Source: an optimization exercise on an open RTL-to-GDS flow (aim: small area, a short achievable clock period and few clock cycles per item). Production flows keep margins and buffers that such runs may drop. Only simulation tests tie the RTL to the original design; equivalence was not proved.

==> design/flow/run.sh <==
#!/bin/bash
# synth_recipe.tcl (not shown) runs the flow's synth.tcl, then flattens the netlist and writes it again
# the make line also repeats each setting of config.mk as NAME=value (left out here)
make -C /OpenROAD-flow-scripts/flow DESIGN_CONFIG=/design/flow/config.mk WORK_HOME=/design/flow/orfs CLKGATE_MAP_FILE= SYNTH_SCRIPT=/design/flow/synth_recipe.tcl finish
==> design/flow/config.mk <==
export PLATFORM = sky130hd
export DESIGN_NAME = far_rs_dec
export DESIGN_NICKNAME = far_rs_dec
export VERILOG_FILES = /design/flow/design.v
export SDC_FILE = /design/flow/constraint.sdc
export NUM_CORES = 4
export LEC_CHECK = 0
export CAP_MARGIN = 20
export CORE_MARGIN = 2
export CORE_UTILIZATION = 40
export SLEW_MARGIN = 20
==> design/flow/constraint.sdc <==
create_clock -name core_clock -period 56.0 [get_ports {clk}]
set_input_delay 11.2000 -clock core_clock [delete_from_list [all_inputs] [get_ports {clk}]]
set_output_delay 11.2000 -clock core_clock [all_outputs]
set_load 0.01 [all_outputs]
==> design/flow/design.v <==
module far_rs_dec (
    input  wire         clk,
    input  wire         rst,
    input  wire         in_valid,
    output wire         in_ready,
    input  wire [159:0] in_cw,
    output reg          out_valid,
    output reg  [127:0] out_data,
    output reg  [1:0]   out_status,
    output reg  [19:0]  out_err_mask
);
    function automatic [3:0] m16(input [3:0] a, input [3:0] b);
        reg [6:0] p;
        begin
            p = ({3'b0, a} & {7{b[0]}})
              ^ ({2'b0, a, 1'b0} & {7{b[1]}})
              ^ ({1'b0, a, 2'b0} & {7{b[2]}})
              ^ ({a, 3'b0} & {7{b[3]}});
            m16 = p[3:0] ^ {p[6:4], 1'b0} ^ {1'b0, p[6:4]};
        end
    endfunction
    function automatic [3:0] inv16(input [3:0] x);
        begin
            case (x)
                4'd0: inv16 = 4'd0;
                4'd1: inv16 = 4'd1;
                4'd2: inv16 = 4'd9;
                4'd3: inv16 = 4'd14;
                4'd4: inv16 = 4'd13;
                4'd5: inv16 = 4'd11;
                4'd6: inv16 = 4'd7;
                4'd7: inv16 = 4'd6;
                4'd8: inv16 = 4'd15;
                4'd9: inv16 = 4'd2;
                4'd10: inv16 = 4'd12;
                4'd11: inv16 = 4'd5;
                4'd12: inv16 = 4'd10;
                4'd13: inv16 = 4'd4;
                4'd14: inv16 = 4'd3;
                4'd15: inv16 = 4'd8;
                default: inv16 = 4'd0;
            endcase
        end
    endfunction
    function automatic [7:0] cmul(input [7:0] a, input [7:0] b);
        reg [3:0] hh, ll, mm;
        begin
            hh = m16(a[7:4], b[7:4]);
            ll = m16(a[3:0], b[3:0]);
            mm = m16(a[7:4] ^ a[3:0], b[7:4] ^ b[3:0]);
            cmul = {mm ^ ll, ll ^ m16(hh, 4'd9)};
        end
    endfunction
    function automatic [7:0] cinv(input [7:0] a);
        reg [3:0] d, di;
        begin
            d  = m16(m16(a[7:4], a[7:4]), 4'd9) ^ m16(a[7:4], a[3:0]) ^ m16(a[3:0], a[3:0]);
            di = inv16(d);
            cinv = {m16(a[7:4], di), m16(a[7:4] ^ a[3:0], di)};
        end
    endfunction
    function automatic [7:0] csq(input [7:0] x);
        begin
            csq[0] = x[0] ^ x[2] ^ x[4];
            csq[1] = x[2] ^ x[5] ^ x[7];
            csq[2] = x[1] ^ x[3] ^ x[7];
            csq[3] = x[3] ^ x[4] ^ x[6];
            csq[4] = x[4] ^ x[6];
            csq[5] = x[6];
            csq[6] = x[5] ^ x[7];
            csq[7] = x[7];
        end
    endfunction
    function automatic [7:0] qsolve(input [7:0] x);
        begin
            qsolve[0] = 'b0;
            qsolve[1] = x[0] ^ x[1] ^ x[3] ^ x[6];
            qsolve[2] = x[0] ^ x[3] ^ x[4] ^ x[7];
            qsolve[3] = x[1] ^ x[2] ^ x[4] ^ x[5];
            qsolve[4] = x[3] ^ x[4] ^ x[7];
            qsolve[5] = x[4] ^ x[5];
            qsolve[6] = x[4] ^ x[7];
            qsolve[7] = x[5] ^ x[6];
        end
    endfunction
    function automatic [7:0] to_poly(input [7:0] x);
        begin
            to_poly[0] = x[0];
            to_poly[1] = x[2] ^ x[3] ^ x[4];
            to_poly[2] = x[2] ^ x[7];
            to_poly[3] = x[1] ^ x[2] ^ x[3] ^ x[5] ^ x[6];
            to_poly[4] = x[1] ^ x[4] ^ x[5] ^ x[7];
            to_poly[5] = x[7];
            to_poly[6] = x[2] ^ x[5];
            to_poly[7] = x[1] ^ x[7];
        end
    endfunction
    reg         v1;
    reg [159:0] cw1;
    assign in_ready = 1'b1;
    always @(posedge clk) begin
        v1  <= in_valid & ~rst;
        cw1 <= in_cw;
    end
    wire [518:0] sx;
    assign sx[159:0] = cw1;
    assign sx[160] = sx[69] ^ sx[157];
    assign sx[161] = sx[5] ^ sx[93];
    assign sx[162] = sx[21] ^ sx[45];
    assign sx[163] = sx[101] ^ sx[160];
    assign sx[164] = sx[20] ^ sx[44];
    assign sx[165] = sx[125] ^ sx[161];
    assign sx[166] = sx[58] ^ sx[74];
    assign sx[167] = sx[6] ^ sx[15];
    assign sx[168] = sx[17] ^ sx[164];
    assign sx[169] = sx[41] ^ sx[52];
    assign sx[170] = sx[13] ^ sx[29];
    assign sx[171] = sx[31] ^ sx[47];
    assign sx[172] = sx[37] ^ sx[85];
    assign sx[173] = sx[61] ^ sx[141];
    assign sx[174] = sx[34] ^ sx[66];
    assign sx[175] = sx[4] ^ sx[14];
    assign sx[176] = sx[12] ^ sx[121];
    assign sx[177] = sx[7] ^ sx[39];
    assign sx[178] = sx[23] ^ sx[71];
    assign sx[179] = sx[77] ^ sx[162];
    assign sx[180] = sx[138] ^ sx[149];
    assign sx[181] = sx[22] ^ sx[102];
    assign sx[182] = sx[30] ^ sx[78];
    assign sx[183] = sx[86] ^ sx[134];
    assign sx[184] = sx[140] ^ sx[150];
    assign sx[185] = sx[75] ^ sx[83];
    assign sx[186] = sx[0] ^ sx[48];
    assign sx[187] = sx[53] ^ sx[109];
    assign sx[188] = sx[55] ^ sx[127];
    assign sx[189] = sx[63] ^ sx[151];
    assign sx[190] = sx[163] ^ sx[172];
    assign sx[191] = sx[2] ^ sx[18];
    assign sx[192] = sx[130] ^ sx[154];
    assign sx[193] = sx[146] ^ sx[166];
    assign sx[194] = sx[25] ^ sx[169];
    assign sx[195] = sx[33] ^ sx[132];
    assign sx[196] = sx[49] ^ sx[94];
    assign sx[197] = sx[57] ^ sx[84];
    assign sx[198] = sx[97] ^ sx[124];
    assign sx[199] = sx[108] ^ sx[135];
    assign sx[200] = sx[110] ^ sx[142];
    assign sx[201] = sx[98] ^ sx[118];
    assign sx[202] = sx[1] ^ sx[11];
    assign sx[203] = sx[3] ^ sx[91];
    assign sx[204] = sx[107] ^ sx[139];
    assign sx[205] = sx[137] ^ sx[147];
    assign sx[206] = sx[80] ^ sx[90];
    assign sx[207] = sx[56] ^ sx[112];
    assign sx[208] = sx[111] ^ sx[119];
    assign sx[209] = sx[117] ^ sx[165];
    assign sx[210] = sx[133] ^ sx[170];
    assign sx[211] = sx[143] ^ sx[171];
    assign sx[212] = sx[9] ^ sx[36];
    assign sx[213] = sx[28] ^ sx[100];
    assign sx[214] = sx[38] ^ sx[62];
    assign sx[215] = sx[68] ^ sx[79];
    assign sx[216] = sx[81] ^ sx[148];
    assign sx[217] = sx[105] ^ sx[168];
    assign sx[218] = sx[42] ^ sx[167];
    assign sx[219] = sx[104] ^ sx[115];
    assign sx[220] = sx[120] ^ sx[131];
    assign sx[221] = sx[32] ^ sx[64];
    assign sx[222] = sx[95] ^ sx[189];
    assign sx[223] = sx[173] ^ sx[190];
    assign sx[224] = sx[10] ^ sx[26];
    assign sx[225] = sx[50] ^ sx[180];
    assign sx[226] = sx[114] ^ sx[174];
    assign sx[227] = sx[54] ^ sx[126];
    assign sx[228] = sx[60] ^ sx[129];
    assign sx[229] = sx[65] ^ sx[76];
    assign sx[230] = sx[70] ^ sx[159];
    assign sx[231] = sx[73] ^ sx[176];
    assign sx[232] = sx[89] ^ sx[116];
    assign sx[233] = sx[153] ^ sx[156];
    assign sx[234] = sx[175] ^ sx[181];
    assign sx[235] = sx[59] ^ sx[123];
    assign sx[236] = sx[24] ^ sx[144];
    assign sx[237] = sx[87] ^ sx[177];
    assign sx[238] = sx[179] ^ sx[210];
    assign sx[239] = sx[187] ^ sx[209];
    assign sx[240] = sx[122] ^ sx[191];
    assign sx[241] = sx[92] ^ sx[103];
    assign sx[242] = sx[113] ^ sx[198];
    assign sx[243] = sx[158] ^ sx[184];
    assign sx[244] = sx[178] ^ sx[183];
    assign sx[245] = sx[188] ^ sx[194];
    assign sx[246] = sx[212] ^ sx[242];
    assign sx[247] = sx[27] ^ sx[205];
    assign sx[248] = sx[35] ^ sx[202];
    assign sx[249] = sx[99] ^ sx[204];
    assign sx[250] = sx[8] ^ sx[206];
    assign sx[251] = sx[185] ^ sx[207];
    assign sx[252] = sx[88] ^ sx[201];
    assign sx[253] = sx[136] ^ sx[186];
    assign sx[254] = sx[223] ^ sx[238];
    assign sx[255] = sx[239] ^ sx[254];
    assign sx[256] = sx[82] ^ sx[192];
    assign sx[257] = sx[193] ^ sx[225];
    assign sx[258] = sx[46] ^ sx[199];
    assign sx[259] = sx[145] ^ sx[232];
    assign sx[260] = sx[182] ^ sx[215];
    assign sx[261] = sx[195] ^ sx[217];
    assign sx[262] = sx[200] ^ sx[214];
    assign sx[263] = sx[67] ^ sx[196];
    assign sx[264] = sx[3] ^ sx[51];
    assign sx[265] = sx[40] ^ sx[96];
    assign sx[266] = sx[208] ^ sx[211];
    assign sx[267] = sx[197] ^ sx[216];
    assign sx[268] = sx[213] ^ sx[231];
    assign sx[269] = sx[222] ^ sx[243];
    assign sx[270] = sx[228] ^ sx[233];
    assign sx[271] = sx[234] ^ sx[241];
    assign sx[272] = sx[246] ^ sx[259];
    assign sx[273] = sx[106] ^ sx[227];
    assign sx[274] = sx[226] ^ sx[244];
    assign sx[275] = sx[43] ^ sx[249];
    assign sx[276] = sx[72] ^ sx[157];
    assign sx[277] = sx[219] ^ sx[264];
    assign sx[278] = sx[143] ^ sx[221];
    assign sx[279] = sx[128] ^ sx[236];
    assign sx[280] = sx[103] ^ sx[135];
    assign sx[281] = sx[224] ^ sx[240];
    assign sx[282] = sx[256] ^ sx[257];
    assign sx[283] = sx[229] ^ sx[261];
    assign sx[284] = sx[262] ^ sx[271];
    assign sx[285] = sx[12] ^ sx[218];
    assign sx[286] = sx[124] ^ sx[260];
    assign sx[287] = sx[19] ^ sx[203];
    assign sx[288] = sx[235] ^ sx[247];
    assign sx[289] = sx[248] ^ sx[268];
    assign sx[290] = sx[85] ^ sx[263];
    assign sx[291] = sx[48] ^ sx[252];
    assign sx[292] = sx[122] ^ sx[220];
    assign sx[293] = sx[158] ^ sx[253];
    assign sx[294] = sx[31] ^ sx[130];
    assign sx[295] = sx[44] ^ sx[55];
    assign sx[296] = sx[245] ^ sx[250];
    assign sx[297] = sx[45] ^ sx[82];
    assign sx[298] = sx[104] ^ sx[265];
    assign sx[299] = sx[15] ^ sx[222];
    assign sx[300] = sx[149] ^ sx[255];
    assign sx[301] = sx[237] ^ sx[266];
    assign sx[302] = sx[42] ^ sx[90];
    assign sx[303] = sx[255] ^ sx[281];
    assign sx[304] = sx[282] ^ sx[303];
    assign sx[305] = sx[1] ^ sx[227];
    assign sx[306] = sx[196] ^ sx[258];
    assign sx[307] = sx[230] ^ sx[245];
    assign sx[308] = sx[267] ^ sx[270];
    assign sx[309] = sx[36] ^ sx[84];
    assign sx[310] = sx[116] ^ sx[273];
    assign sx[311] = sx[148] ^ sx[156];
    assign sx[312] = sx[230] ^ sx[274];
    assign sx[313] = sx[51] ^ sx[115];
    assign sx[314] = sx[131] ^ sx[289];
    assign sx[315] = sx[194] ^ sx[275];
    assign sx[316] = sx[11] ^ sx[26];
    assign sx[317] = sx[53] ^ sx[101];
    assign sx[318] = sx[56] ^ sx[152];
    assign sx[319] = sx[66] ^ sx[197];
    assign sx[320] = sx[208] ^ sx[319];
    assign sx[321] = sx[16] ^ sx[217];
    assign sx[322] = sx[32] ^ sx[96];
    assign sx[323] = sx[50] ^ sx[77];
    assign sx[324] = sx[65] ^ sx[74];
    assign sx[325] = sx[92] ^ sx[251];
    assign sx[326] = sx[95] ^ sx[214];
    assign sx[327] = sx[98] ^ sx[121];
    assign sx[328] = sx[126] ^ sx[276];
    assign sx[329] = sx[324] ^ sx[325];
    assign sx[330] = sx[21] ^ sx[64];
    assign sx[331] = sx[23] ^ sx[134];
    assign sx[332] = sx[100] ^ sx[109];
    assign sx[333] = sx[133] ^ sx[151];
    assign sx[334] = sx[136] ^ sx[203];
    assign sx[335] = sx[163] ^ sx[182];
    assign sx[336] = sx[200] ^ sx[291];
    assign sx[337] = sx[0] ^ sx[54];
    assign sx[338] = sx[18] ^ sx[179];
    assign sx[339] = sx[86] ^ sx[292];
    assign sx[340] = sx[105] ^ sx[114];
    assign sx[341] = sx[30] ^ sx[129];
    assign sx[342] = sx[119] ^ sx[141];
    assign sx[343] = sx[75] ^ sx[111];
    assign sx[344] = sx[142] ^ sx[192];
    assign sx[345] = sx[54] ^ sx[186];
    assign sx[346] = sx[120] ^ sx[294];
    assign sx[347] = sx[29] ^ sx[168];
    assign sx[348] = sx[47] ^ sx[278];
    assign sx[349] = sx[59] ^ sx[216];
    assign sx[350] = sx[187] ^ sx[287];
    assign sx[351] = sx[7] ^ sx[295];
    assign sx[352] = sx[13] ^ sx[22];
    assign sx[353] = sx[62] ^ sx[169];
    assign sx[354] = sx[176] ^ sx[224];
    assign sx[355] = sx[277] ^ sx[353];
    assign sx[356] = sx[78] ^ sx[128];
    assign sx[357] = sx[97] ^ sx[108];
    assign sx[358] = sx[34] ^ sx[202];
    assign sx[359] = sx[191] ^ sx[193];
    assign sx[360] = sx[218] ^ sx[296];
    assign sx[361] = sx[61] ^ sx[72];
    assign sx[362] = sx[93] ^ sx[297];
    assign sx[363] = sx[8] ^ sx[88];
    assign sx[364] = sx[207] ^ sx[298];
    assign sx[365] = sx[221] ^ sx[253];
    assign sx[366] = sx[159] ^ sx[280];
    assign sx[367] = sx[188] ^ sx[301];
    assign sx[368] = sx[299] ^ sx[366];
    assign sx[369] = sx[226] ^ sx[302];
    assign sx[370] = sx[304] ^ sx[369];
    assign sx[371] = sx[118] ^ sx[244];
    assign sx[372] = sx[137] ^ sx[305];
    assign sx[373] = sx[167] ^ sx[260];
    assign sx[374] = sx[269] ^ sx[283];
    assign sx[375] = sx[272] ^ sx[307];
    assign sx[376] = sx[373] ^ sx[374];
    assign sx[377] = sx[52] ^ sx[285];
    assign sx[378] = sx[60] ^ sx[213];
    assign sx[379] = sx[76] ^ sx[286];
    assign sx[380] = sx[94] ^ sx[132];
    assign sx[381] = sx[201] ^ sx[258];
    assign sx[382] = sx[284] ^ sx[380];
    assign sx[383] = sx[309] ^ sx[312];
    assign sx[384] = sx[310] ^ sx[311];
    assign sx[385] = sx[6] ^ sx[14];
    assign sx[386] = sx[94] ^ sx[183];
    assign sx[387] = sx[150] ^ sx[181];
    assign sx[388] = sx[385] ^ sx[387];
    assign sx[389] = sx[4] ^ sx[155];
    assign sx[390] = sx[49] ^ sx[313];
    assign sx[391] = sx[67] ^ sx[68];
    assign sx[392] = sx[140] ^ sx[272];
    assign sx[393] = sx[185] ^ sx[288];
    assign sx[394] = sx[283] ^ sx[314];
    assign sx[395] = sx[308] ^ sx[391];
    assign sx[396] = sx[2] ^ sx[35];
    assign sx[397] = sx[40] ^ sx[178];
    assign sx[398] = sx[48] ^ sx[316];
    assign sx[399] = sx[106] ^ sx[198];
    assign sx[400] = sx[161] ^ sx[229];
    assign sx[401] = sx[166] ^ sx[290];
    assign sx[402] = sx[167] ^ sx[318];
    assign sx[403] = sx[171] ^ sx[317];
    assign sx[404] = sx[320] ^ sx[399];
    assign sx[405] = sx[396] ^ sx[398];
    assign sx[406] = sx[110] ^ sx[132];
    assign sx[407] = sx[130] ^ sx[232];
    assign sx[408] = sx[170] ^ sx[215];
    assign sx[409] = sx[173] ^ sx[321];
    assign sx[410] = sx[199] ^ sx[209];
    assign sx[411] = sx[234] ^ sx[267];
    assign sx[412] = sx[235] ^ sx[315];
    assign sx[413] = sx[250] ^ sx[323];
    assign sx[414] = sx[266] ^ sx[327];
    assign sx[415] = sx[322] ^ sx[408];
    assign sx[416] = sx[326] ^ sx[328];
    assign sx[417] = sx[407] ^ sx[413];
    assign sx[418] = sx[410] ^ sx[411];
    assign sx[419] = sx[416] ^ sx[417];
    assign sx[420] = sx[24] ^ sx[42];
    assign sx[421] = sx[33] ^ sx[148];
    assign sx[422] = sx[60] ^ sx[237];
    assign sx[423] = sx[102] ^ sx[335];
    assign sx[424] = sx[127] ^ sx[231];
    assign sx[425] = sx[165] ^ sx[336];
    assign sx[426] = sx[204] ^ sx[334];
    assign sx[427] = sx[256] ^ sx[330];
    assign sx[428] = sx[329] ^ sx[421];
    assign sx[429] = sx[332] ^ sx[424];
    assign sx[430] = sx[427] ^ sx[429];
    assign sx[431] = sx[27] ^ sx[88];
    assign sx[432] = sx[41] ^ sx[68];
    assign sx[433] = sx[106] ^ sx[235];
    assign sx[434] = sx[133] ^ sx[195];
    assign sx[435] = sx[142] ^ sx[236];
    assign sx[436] = sx[147] ^ sx[159];
    assign sx[437] = sx[237] ^ sx[270];
    assign sx[438] = sx[246] ^ sx[338];
    assign sx[439] = sx[269] ^ sx[337];
    assign sx[440] = sx[285] ^ sx[433];
    assign sx[441] = sx[339] ^ sx[434];
    assign sx[442] = sx[340] ^ sx[436];
    assign sx[443] = sx[83] ^ sx[113];
    assign sx[444] = sx[101] ^ sx[243];
    assign sx[445] = sx[123] ^ sx[443];
    assign sx[446] = sx[145] ^ sx[342];
    assign sx[447] = sx[157] ^ sx[341];
    assign sx[448] = sx[177] ^ sx[241];
    assign sx[449] = sx[7] ^ sx[149];
    assign sx[450] = sx[11] ^ sx[206];
    assign sx[451] = sx[20] ^ sx[189];
    assign sx[452] = sx[38] ^ sx[112];
    assign sx[453] = sx[211] ^ sx[293];
    assign sx[454] = sx[219] ^ sx[331];
    assign sx[455] = sx[240] ^ sx[276];
    assign sx[456] = sx[343] ^ sx[454];
    assign sx[457] = sx[344] ^ sx[450];
    assign sx[458] = sx[13] ^ sx[218];
    assign sx[459] = sx[18] ^ sx[146];
    assign sx[460] = sx[63] ^ sx[162];
    assign sx[461] = sx[110] ^ sx[212];
    assign sx[462] = sx[138] ^ sx[247];
    assign sx[463] = sx[139] ^ sx[279];
    assign sx[464] = sx[345] ^ sx[462];
    assign sx[465] = sx[346] ^ sx[458];
    assign sx[466] = sx[2] ^ sx[37];
    assign sx[467] = sx[39] ^ sx[347];
    assign sx[468] = sx[71] ^ sx[82];
    assign sx[469] = sx[112] ^ sx[117];
    assign sx[470] = sx[125] ^ sx[348];
    assign sx[471] = sx[466] ^ sx[470];
    assign sx[472] = sx[468] ^ sx[469];
    assign sx[473] = sx[15] ^ sx[57];
    assign sx[474] = sx[24] ^ sx[25];
    assign sx[475] = sx[67] ^ sx[175];
    assign sx[476] = sx[73] ^ sx[165];
    assign sx[477] = sx[87] ^ sx[248];
    assign sx[478] = sx[96] ^ sx[184];
    assign sx[479] = sx[219] ^ sx[478];
    assign sx[480] = sx[280] ^ sx[476];
    assign sx[481] = sx[351] ^ sx[473];
    assign sx[482] = sx[10] ^ sx[251];
    assign sx[483] = sx[89] ^ sx[172];
    assign sx[484] = sx[162] ^ sx[173];
    assign sx[485] = sx[274] ^ sx[352];
    assign sx[486] = sx[56] ^ sx[220];
    assign sx[487] = sx[113] ^ sx[160];
    assign sx[488] = sx[184] ^ sx[355];
    assign sx[489] = sx[288] ^ sx[487];
    assign sx[490] = sx[306] ^ sx[354];
    assign sx[491] = sx[117] ^ sx[356];
    assign sx[492] = sx[357] ^ sx[491];
    assign sx[493] = sx[9] ^ sx[19];
    assign sx[494] = sx[10] ^ sx[286];
    assign sx[495] = sx[228] ^ sx[358];
    assign sx[496] = sx[29] ^ sx[53];
    assign sx[497] = sx[58] ^ sx[71];
    assign sx[498] = sx[121] ^ sx[174];
    assign sx[499] = sx[177] ^ sx[497];
    assign sx[500] = sx[5] ^ sx[155];
    assign sx[501] = sx[28] ^ sx[77];
    assign sx[502] = sx[197] ^ sx[252];
    assign sx[503] = sx[199] ^ sx[233];
    assign sx[504] = sx[203] ^ sx[205];
    assign sx[505] = sx[290] ^ sx[359];
    assign sx[506] = sx[501] ^ sx[502];
    assign sx[507] = sx[74] ^ sx[107];
    assign sx[508] = sx[278] ^ sx[507];
    assign sx[509] = sx[70] ^ sx[265];
    assign sx[510] = sx[195] ^ sx[220];
    assign sx[511] = sx[128] ^ sx[211];
    assign sx[512] = sx[22] ^ sx[64];
    assign sx[513] = sx[33] ^ sx[293];
    assign sx[514] = sx[63] ^ sx[361];
    assign sx[515] = sx[362] ^ sx[512];
    assign sx[516] = sx[261] ^ sx[350];
    assign sx[517] = sx[360] ^ sx[516];
    assign sx[518] = sx[175] ^ sx[263];
    wire [31:0] syn;
    assign syn[0] = sx[16] ^ sx[72] ^ sx[80] ^ sx[120] ^ sx[152] ^ sx[279] ^ sx[363] ^ sx[364] ^ sx[365];
    assign syn[1] = sx[79] ^ sx[178] ^ sx[300] ^ sx[367] ^ sx[368];
    assign syn[2] = sx[98] ^ sx[106] ^ sx[370];
    assign syn[3] = sx[268] ^ sx[284] ^ sx[301] ^ sx[306] ^ sx[308] ^ sx[371] ^ sx[372] ^ sx[375] ^ sx[376];
    assign syn[4] = sx[90] ^ sx[164] ^ sx[269] ^ sx[304] ^ sx[367] ^ sx[377] ^ sx[378] ^ sx[379] ^ sx[381] ^ sx[382] ^ sx[383] ^ sx[384];
    assign syn[5] = sx[46] ^ sx[70] ^ sx[158] ^ sx[182] ^ sx[201] ^ sx[262] ^ sx[273] ^ sx[370] ^ sx[386] ^ sx[388];
    assign syn[6] = sx[92] ^ sx[108] ^ sx[287] ^ sx[300] ^ sx[315] ^ sx[389] ^ sx[390] ^ sx[392] ^ sx[393] ^ sx[394] ^ sx[395];
    assign syn[7] = sx[300];
    assign syn[8] = sx[115] ^ sx[151] ^ sx[168] ^ sx[185] ^ sx[210] ^ sx[284] ^ sx[363] ^ sx[397] ^ sx[400] ^ sx[401] ^ sx[402] ^ sx[403] ^ sx[404] ^ sx[405];
    assign syn[9] = sx[150] ^ sx[312] ^ sx[317] ^ sx[329] ^ sx[405] ^ sx[406] ^ sx[409] ^ sx[412] ^ sx[414] ^ sx[415] ^ sx[418] ^ sx[419];
    assign syn[10] = sx[14] ^ sx[80] ^ sx[143] ^ sx[259] ^ sx[313] ^ sx[331] ^ sx[333] ^ sx[404] ^ sx[420] ^ sx[422] ^ sx[423] ^ sx[425] ^ sx[426] ^ sx[428] ^ sx[430];
    assign syn[11] = sx[69] ^ sx[141] ^ sx[182] ^ sx[225] ^ sx[277] ^ sx[322] ^ sx[431] ^ sx[432] ^ sx[435] ^ sx[437] ^ sx[438] ^ sx[439] ^ sx[440] ^ sx[441] ^ sx[442];
    assign syn[12] = sx[118] ^ sx[139] ^ sx[180] ^ sx[229] ^ sx[292] ^ sx[311] ^ sx[334] ^ sx[364] ^ sx[401] ^ sx[406] ^ sx[430] ^ sx[442] ^ sx[444] ^ sx[445] ^ sx[446] ^ sx[447] ^ sx[448];
    assign syn[13] = sx[45] ^ sx[66] ^ sx[131] ^ sx[210] ^ sx[249] ^ sx[273] ^ sx[327] ^ sx[392] ^ sx[418] ^ sx[431] ^ sx[449] ^ sx[451] ^ sx[452] ^ sx[453] ^ sx[455] ^ sx[456] ^ sx[457];
    assign syn[14] = sx[93] ^ sx[176] ^ sx[181] ^ sx[264] ^ sx[320] ^ sx[335] ^ sx[389] ^ sx[428] ^ sx[437] ^ sx[459] ^ sx[460] ^ sx[461] ^ sx[463] ^ sx[464] ^ sx[465];
    assign syn[15] = sx[21] ^ sx[30] ^ sx[183] ^ sx[188] ^ sx[224] ^ sx[249] ^ sx[289] ^ sx[349] ^ sx[350] ^ sx[381] ^ sx[419] ^ sx[432] ^ sx[467] ^ sx[471] ^ sx[472];
    assign syn[16] = sx[38] ^ sx[85] ^ sx[95] ^ sx[105] ^ sx[110] ^ sx[124] ^ sx[183] ^ sx[185] ^ sx[213] ^ sx[226] ^ sx[229] ^ sx[250] ^ sx[310] ^ sx[318] ^ sx[338] ^ sx[346] ^ sx[474] ^ sx[475] ^ sx[477] ^ sx[479] ^ sx[480] ^ sx[481];
    assign syn[17] = sx[32] ^ sx[119] ^ sx[171] ^ sx[198] ^ sx[239] ^ sx[240] ^ sx[247] ^ sx[262] ^ sx[275] ^ sx[277] ^ sx[296] ^ sx[337] ^ sx[368] ^ sx[394] ^ sx[420] ^ sx[447] ^ sx[449] ^ sx[482] ^ sx[483] ^ sx[484] ^ sx[485];
    assign syn[18] = sx[42] ^ sx[166] ^ sx[192] ^ sx[236] ^ sx[252] ^ sx[309] ^ sx[333] ^ sx[345] ^ sx[379] ^ sx[409] ^ sx[471] ^ sx[485] ^ sx[486] ^ sx[488] ^ sx[489] ^ sx[490];
    assign syn[19] = sx[5] ^ sx[51] ^ sx[61] ^ sx[62] ^ sx[94] ^ sx[111] ^ sx[179] ^ sx[221] ^ sx[257] ^ sx[291] ^ sx[307] ^ sx[395] ^ sx[397] ^ sx[426] ^ sx[444] ^ sx[465] ^ sx[477] ^ sx[492];
    assign syn[20] = sx[37] ^ sx[84] ^ sx[114] ^ sx[133] ^ sx[134] ^ sx[154] ^ sx[196] ^ sx[230] ^ sx[257] ^ sx[298] ^ sx[330] ^ sx[384] ^ sx[453] ^ sx[463] ^ sx[467] ^ sx[489] ^ sx[493] ^ sx[494] ^ sx[495];
    assign syn[21] = sx[41] ^ sx[43] ^ sx[47] ^ sx[91] ^ sx[111] ^ sx[223] ^ sx[279] ^ sx[339] ^ sx[344] ^ sx[349] ^ sx[376] ^ sx[390] ^ sx[464] ^ sx[480] ^ sx[482] ^ sx[493] ^ sx[496] ^ sx[498] ^ sx[499];
    assign syn[22] = sx[8] ^ sx[20] ^ sx[59] ^ sx[65] ^ sx[81] ^ sx[87] ^ sx[125] ^ sx[145] ^ sx[163] ^ sx[326] ^ sx[340] ^ sx[352] ^ sx[365] ^ sx[377] ^ sx[456] ^ sx[494] ^ sx[500] ^ sx[503] ^ sx[504] ^ sx[505] ^ sx[506];
    assign syn[23] = sx[31] ^ sx[51] ^ sx[84] ^ sx[97] ^ sx[161] ^ sx[205] ^ sx[314] ^ sx[333] ^ sx[360] ^ sx[382] ^ sx[445] ^ sx[455] ^ sx[472] ^ sx[484] ^ sx[508];
    assign syn[24] = sx[23] ^ sx[34] ^ sx[43] ^ sx[59] ^ sx[78] ^ sx[99] ^ sx[180] ^ sx[305] ^ sx[332] ^ sx[336] ^ sx[343] ^ sx[351] ^ sx[354] ^ sx[355] ^ sx[402] ^ sx[441] ^ sx[460] ^ sx[475] ^ sx[483] ^ sx[508] ^ sx[509];
    assign syn[25] = sx[4] ^ sx[109] ^ sx[148] ^ sx[160] ^ sx[170] ^ sx[228] ^ sx[231] ^ sx[251] ^ sx[295] ^ sx[297] ^ sx[299] ^ sx[323] ^ sx[348] ^ sx[356] ^ sx[361] ^ sx[372] ^ sx[383] ^ sx[412] ^ sx[425] ^ sx[479] ^ sx[505] ^ sx[510];
    assign syn[26] = sx[0] ^ sx[28] ^ sx[55] ^ sx[72] ^ sx[83] ^ sx[88] ^ sx[99] ^ sx[119] ^ sx[139] ^ sx[174] ^ sx[178] ^ sx[200] ^ sx[203] ^ sx[206] ^ sx[223] ^ sx[248] ^ sx[282] ^ sx[347] ^ sx[388] ^ sx[400] ^ sx[422] ^ sx[438] ^ sx[474] ^ sx[490] ^ sx[510] ^ sx[511];
    assign syn[27] = sx[6] ^ sx[12] ^ sx[23] ^ sx[208] ^ sx[213] ^ sx[216] ^ sx[225] ^ sx[302] ^ sx[321] ^ sx[358] ^ sx[375] ^ sx[386] ^ sx[393] ^ sx[403] ^ sx[448] ^ sx[452] ^ sx[503] ^ sx[513] ^ sx[514] ^ sx[515];
    assign syn[28] = sx[156] ^ sx[174] ^ sx[190] ^ sx[193] ^ sx[215] ^ sx[220] ^ sx[230] ^ sx[238] ^ sx[271] ^ sx[281] ^ sx[349] ^ sx[357] ^ sx[446] ^ sx[457] ^ sx[481] ^ sx[504] ^ sx[513];
    assign syn[29] = sx[39] ^ sx[73] ^ sx[116] ^ sx[136] ^ sx[147] ^ sx[154] ^ sx[180] ^ sx[190] ^ sx[234] ^ sx[275] ^ sx[316] ^ sx[341] ^ sx[359] ^ sx[362] ^ sx[415] ^ sx[439] ^ sx[461] ^ sx[498] ^ sx[506] ^ sx[511] ^ sx[517];
    assign syn[30] = sx[35] ^ sx[50] ^ sx[83] ^ sx[146] ^ sx[233] ^ sx[258] ^ sx[272] ^ sx[378] ^ sx[414] ^ sx[423] ^ sx[435] ^ sx[486] ^ sx[499] ^ sx[500] ^ sx[514] ^ sx[517] ^ sx[518];
    assign syn[31] = sx[9] ^ sx[186] ^ sx[204] ^ sx[251] ^ sx[294] ^ sx[328] ^ sx[342] ^ sx[371] ^ sx[440] ^ sx[451] ^ sx[459] ^ sx[488] ^ sx[492] ^ sx[495] ^ sx[496] ^ sx[509] ^ sx[515] ^ sx[518];
    wire [7:0] s0 = syn[7:0], s1 = syn[15:8], s2 = syn[23:16], s3 = syn[31:24];
    wire [7:0] a_ = csq(s1) ^ cmul(s0, s2);
    wire [7:0] b_ = cmul(s1, s2) ^ cmul(s0, s3);
    wire [7:0] c_ = cmul(s1, s3) ^ csq(s2);
    wire       anz = |a_;
    reg         v2;
    reg [127:0] d2;
    reg [7:0]   s0_2, s1_2, p2, r2, a2, c2;
    reg         clean2, anz2, bnz2;
    always @(posedge clk) begin
        v2     <= v1 & ~rst;
        d2     <= cw1[127:0];
        s0_2   <= s0;
        s1_2   <= s1;
        p2     <= anz ? a_ : s0;
        r2     <= anz ? b_ : s1;
        a2     <= a_;
        c2     <= c_;
        clean2 <= ~|syn;
        anz2   <= anz;
        bnz2   <= |b_;
    end
    wire [7:0] ip  = cinv(p2);
    wire [7:0] ir  = cinv(r2);
    wire [7:0] l1  = cmul(r2, ip);           
    wire [7:0] il1 = cmul(p2, ir);           
    wire [7:0] k   = cmul(cmul(a2, c2), csq(ir));
    wire       trok = ~(k[7]);
    wire [7:0] y   = qsolve(k);
    wire [7:0] x1  = cmul(l1, y);
    wire [7:0] x2  = x1 ^ l1;
    wire [7:0] e2  = cmul(s1_2, il1) ^ cmul(s0_2, y);
    wire [7:0] e1  = e2 ^ s0_2;
    wire [7:0] e2p = to_poly(e2);
    wire [7:0] e1p = to_poly(e1);
    wire [19:0] m1, m2;
    assign m1[0] = (x1 == 8'h68);
    assign m2[0] = (x2 == 8'h68);
    assign m1[1] = (x1 == 8'h83);
    assign m2[1] = (x2 == 8'h83);
    assign m1[2] = (x1 == 8'h02);
    assign m2[2] = (x2 == 8'h02);
    assign m1[3] = (x1 == 8'h4C);
    assign m2[3] = (x2 == 8'h4C);
    assign m1[4] = (x1 == 8'h8A);
    assign m2[4] = (x2 == 8'h8A);
    assign m1[5] = (x1 == 8'h11);
    assign m2[5] = (x2 == 8'h11);
    assign m1[6] = (x1 == 8'h67);
    assign m2[6] = (x2 == 8'h67);
    assign m1[7] = (x1 == 8'h57);
    assign m2[7] = (x2 == 8'h57);
    assign m1[8] = (x1 == 8'h94);
    assign m2[8] = (x2 == 8'h94);
    assign m1[9] = (x1 == 8'hA2);
    assign m2[9] = (x2 == 8'hA2);
    assign m1[10] = (x1 == 8'hA6);
    assign m2[10] = (x2 == 8'hA6);
    assign m1[11] = (x1 == 8'h2D);
    assign m2[11] = (x2 == 8'h2D);
    assign m1[12] = (x1 == 8'h1A);
    assign m2[12] = (x2 == 8'h1A);
    assign m1[13] = (x1 == 8'h38);
    assign m2[13] = (x2 == 8'h38);
    assign m1[14] = (x1 == 8'hF6);
    assign m2[14] = (x2 == 8'hF6);
    assign m1[15] = (x1 == 8'h58);
    assign m2[15] = (x2 == 8'h58);
    assign m1[16] = (x1 == 8'h40);
    assign m2[16] = (x2 == 8'h40);
    assign m1[17] = (x1 == 8'h34);
    assign m2[17] = (x2 == 8'h34);
    assign m1[18] = (x1 == 8'h48);
    assign m2[18] = (x2 == 8'h48);
    assign m1[19] = (x1 == 8'h01);
    assign m2[19] = (x2 == 8'h01);
    wire ok2 = anz2 & bnz2 & trok & (|m1) & (|m2);
    wire ok1 = ~anz2 & ~bnz2 & (|s0_2) & (|m2);
    wire ok  = ok1 | ok2;
    wire [19:0] g1 = m1 & {20{ok}};
    wire [19:0] g2 = m2 & {20{ok}};
    reg [127:0] fixed;
    integer j;
    always @(*) begin
        for (j = 0; j < 16; j = j + 1)
            fixed[8*j +: 8] = d2[8*j +: 8] ^ ({8{g1[j]}} & e1p) ^ ({8{g2[j]}} & e2p);
    end
    always @(posedge clk) begin
        out_valid    <= v2 & ~rst;
        out_status   <= clean2 ? 2'd0 : ok2 ? 2'd2 : ok1 ? 2'd1 : 2'd3;
        out_data     <= fixed;
        out_err_mask <= g1 | g2;
    end
endmodule
==> qor.csv <==
metric,value,unit
relative slew slack,28.1,%
slack of the worst reg-to-reg path,43.76,ns
"flops & latches, synth",492,
setup repair after global routing missed its margin,no,
biggest area consumer among synthesized cells,sky130_fd_sc_hd__xnor2_1,
Max H-tree Level,2,
Max Cap Violations,0,
Main synth FF type,sky130_fd_sc_hd__dfxtp_1,
Final nets,4442,
final estimated routing congestion in global placement,1.03,
pins over their slew limit,0,
Post-Place Cells,5363,
number of gates given a new drive strength after cts,0,
per-cell via count in the routed design,5.34,
source of the worst hold timing path,cw1[17],
element type at the critical path end,output port,
largest clock skew in the final design,0.0394,ns
category of cells accounting for the largest share of critical-path delay,buffers and inverters,
Unique masters post-synth,93,
count of non-filler cells in the finished layout,5471,
setup repair bufs after CTS,0,
Syn Nets,4156,
DR WL/cell,25.4,µm
num rows,109,
vias after detailed routing,29231,
hold buffer count at cts,0,
Num CTS Buffers,53,
Max Fanout on Critical Path,1,
remaining number of nets flagged by the antenna check after routing,0,
hold violation count in the final report,0,
fraction of the core area covered by cells at the end of the flow,47.8,%
part of the Yosys area used for sequential elements,27.5,%
Area growth syn-to-layout,18.2,%
Buffers on Ports,313,
reg2reg path depth,32,
global-route total usage across every layer,29.3,%
most common library cells after synthesis,"1,228 x sky130_fd_sc_hd__xnor2_1, 492 x sky130_fd_sc_hd__dfxtp_1, 396 x sky130_fd_sc_hd__xor2_1",
slowest library cell on the worst path,sky130_fd_sc_hd__clkdlybuf4s50_1,
combined buffer and inverter count along the critical path,1,
FF-to-FF Start,r2[6],
top area cells in the synthesized netlist,"sky130_fd_sc_hd__xnor2_1 30%, sky130_fd_sc_hd__dfxtp_1 28%, sky130_fd_sc_hd__xor2_1 9.7%",
Setup crit start kind,flop,
Critical Setup Path Class,reg2out,
Worst Path Required,44.80,ns
Syn. warnings,1,
Die Span X,303,µm
CP max stage delay,0.62,ns
worst setup timing slack at the placement stage,43.66,ns
leading cell type by number of instances after synthesis,sky130_fd_sc_hd__xnor2_1,
Total Die Area,91900,µm²
number of enable-type register cells in the synthesized netlist,0,
cell-by-cell listing of the critical path,clkdlybuf4s50_1,
Max Clock Freq,0.0768,GHz
"Arr. time, crit path",1.82,ns
synthesized instance count,3967,
fraction of final layout cells sized beyond drive strength 1,7.12,%
netlist area before placement,35800,µm²
CP Launch Point,out_data[83],
starting density of the core,40.4,%
worst min-delay path endpoint,d2[17],
maximum number of pins on one net before global-route repair,66,
worst reg2reg endpoint,out_data[11],
Clock Tree Buf Depth,3,
clock latency on the worst-skew pair,0.65,ns
Worst Slack Setup Final,42.98,ns
"Min Clock Period, post-route",13.02,ns
aggregate negative setup slack,0,ns
share of the synthesized area in the top cell type,30.0,%
post-detailed-routing wire length,139,mm
"Period Utilization, post-route",23.3,%
instance area at placement,40300,µm²
Congestion Overflow GR,0,
Finish-stage setup viols,0,
result of the run,timing/DRC/antenna clean,
number of antenna violations at the first check in global routing,11,
clock-pin slew of the registers on the worst-case setup and hold paths,0.07,ns
1st-iter DRT viols,3239,
per-instance average area after synthesis,9.02,µm²
hold depth,0,
DRC,0,
Num Clock Sinks,492,
vias in the first global route,27886,
HPWL reported at the end of detailed placement,110,mm
count of pins on the block boundary,315,
Finished Cell Area,42300,µm²
transition time at the pin with the least slew margin,1.08,ns
Die Y-Extent,303,µm
number of iterations in the first detailed-routing pass,8,
wire length of the first global-routing pass,195,mm
path type of the worst min-delay path,reg2reg,
cell at the root of the clock tree,sky130_fd_sc_hd__clkbuf_16,
proportion of register bits with asynchronous set or reset after synthesis,0,%
CTS tree,yes,
core region area,88500,µm²
-- placed cells by master, fill, tap and decap left out, types with 14 or more instances in the layout --
| cell | n |
|---|---|
| sky130_fd_sc_hd__nor4_1 | 19 |
| sky130_fd_sc_hd__buf_4 | 74 |
| sky130_fd_sc_hd__nand3_1 | 62 |
| sky130_fd_sc_hd__clkbuf_16 | 53 |
| sky130_fd_sc_hd__a21oi_1 | 79 |
| sky130_fd_sc_hd__mux2_2 | 30 |
| sky130_fd_sc_hd__xnor2_2 | 19 |
| sky130_fd_sc_hd__xor2_2 | 16 |
| sky130_fd_sc_hd__nand4_1 | 25 |
| sky130_fd_sc_hd__o21ai_0 | 73 |
| sky130_fd_sc_hd__and3_1 | 17 |
| sky130_fd_sc_hd__nor3_2 | 19 |
| sky130_fd_sc_hd__nor2b_1 | 43 |
| sky130_fd_sc_hd__nand2b_1 | 34 |
| sky130_fd_sc_hd__a22oi_1 | 31 |
| sky130_fd_sc_hd__ha_1 | 26 |
| sky130_fd_sc_hd__xnor3_1 | 57 |
| sky130_fd_sc_hd__clkdlybuf4s50_1 | 313 |
| sky130_fd_sc_hd__inv_1 | 51 |
| sky130_fd_sc_hd__nand2_1 | 392 |
| sky130_fd_sc_hd__nor2_1 | 328 |
| sky130_fd_sc_hd__nor3_1 | 53 |
| sky130_fd_sc_hd__xor2_1 | 390 |
| sky130_fd_sc_hd__a32oi_1 | 14 |
| sky130_fd_sc_hd__xnor2_1 | 1226 |
| sky130_fd_sc_hd__dfxtp_1 | 492 |
| sky130_fd_sc_hd__o22ai_1 | 41 |
| sky130_fd_sc_hd__mux2i_1 | 54 |
-- logic make-up (layout without fill, tap and decap cells) --
family / count (synthesis) / in the layout / synth area share [%]
fa+ha+maj: 26 / 26 / 0.909
compound gates: 342 / 342 / 6.38
simple gates: 1081 / 1081 / 14.3
xor+xnor: 1729 / 1729 / 46.0
mux: 85 / 85 / 2.49
other cells: 1 / 10 / 0.0105
buf+inv: 211 / 541 / 2.44
flops: 492 / 492 / 27.5
-- stage by stage --
stage,hold WS [ns]
2_1_floorplan,0.329
3_3_place_gp,0.358
3_5_place_dp,0.360
4_1_cts,0.368
5_1_grt,0.371
6_report,0.372
-- registers in the layout, indices dropped and copies added (netlist names), 8 cells and up --
register,count
s1_2,8
p2,8
r2,8
a2,8
out_data,128
d2,128
cw1,160
out_err_mask,20
s0_2,8
c2,8
-- per-layer routing --
layer / track usage, % / vias up / share of wire (%)
met4: 13.3 / 6 / 4.7
met5: 0 / - / 0.034
li1: - / 13434 / -
met1: 38.6 / 13907 / 41
met3: 5.79 / 325 / 9.4
met2: 46.4 / 1559 / 45
-- how the worst max path moves through the flow --
| stage | end | slack, ns | cells after the start |
|---|---|---|---|
| final | out_data[83] | 42.98 | 1 |
| after CTS | out_data[51] | 42.96 | 1 |
| after floorplan | out_data[0] | 44.47 | 0 |
| after detailed placement | out_data[51] | 43.66 | 1 |
| after global routing | out_data[13] | 42.89 | 31 |
| after global placement | out_data[51] | 43.63 | 1 |
-- final cells by class --
cell class	count	area, µm²
sequential	492	9850
clock buffer	74	1510
tap	1165	1460
timing repair buffer	387	3690
multi-input combinational	3264	25200
inverter	55	206
antenna	9	22.5
fill	8396	46200
clock inverter	25	442
Testbench counts, summed over its fixed seeds: cycles 16,024, items 16,000.

port drivers added, routing unchanged:
The flow's constraints put no driver on any port. The routed layout listed below was extracted and timed again, unchanged, in two steps.
Step 1, drivers: a clkbuf_16 drives clk and a buf_2 each remaining input, both assumed.
Step 2, shift: input delay + t, output delay - t, t = (earliest + latest rising clock arrival at the registers) / 2. This alone moves slack from input paths to output paths.
Three values: ideal, step 1, step 2; two values: the first two.
shift t [ns]: 0.703
setup slack, ns: 42.979 / 42.907 / 43.610
latest minus earliest clock arrival (ns): 0.039 / 0.039
worst slew at a driven data input, ns: 0.11
cell pins on the clock port's net: 1
After both steps setup and hold are still met in this run. The setup slack of this run moves by -0.072 ns with the drivers and by +0.631 ns with both steps.
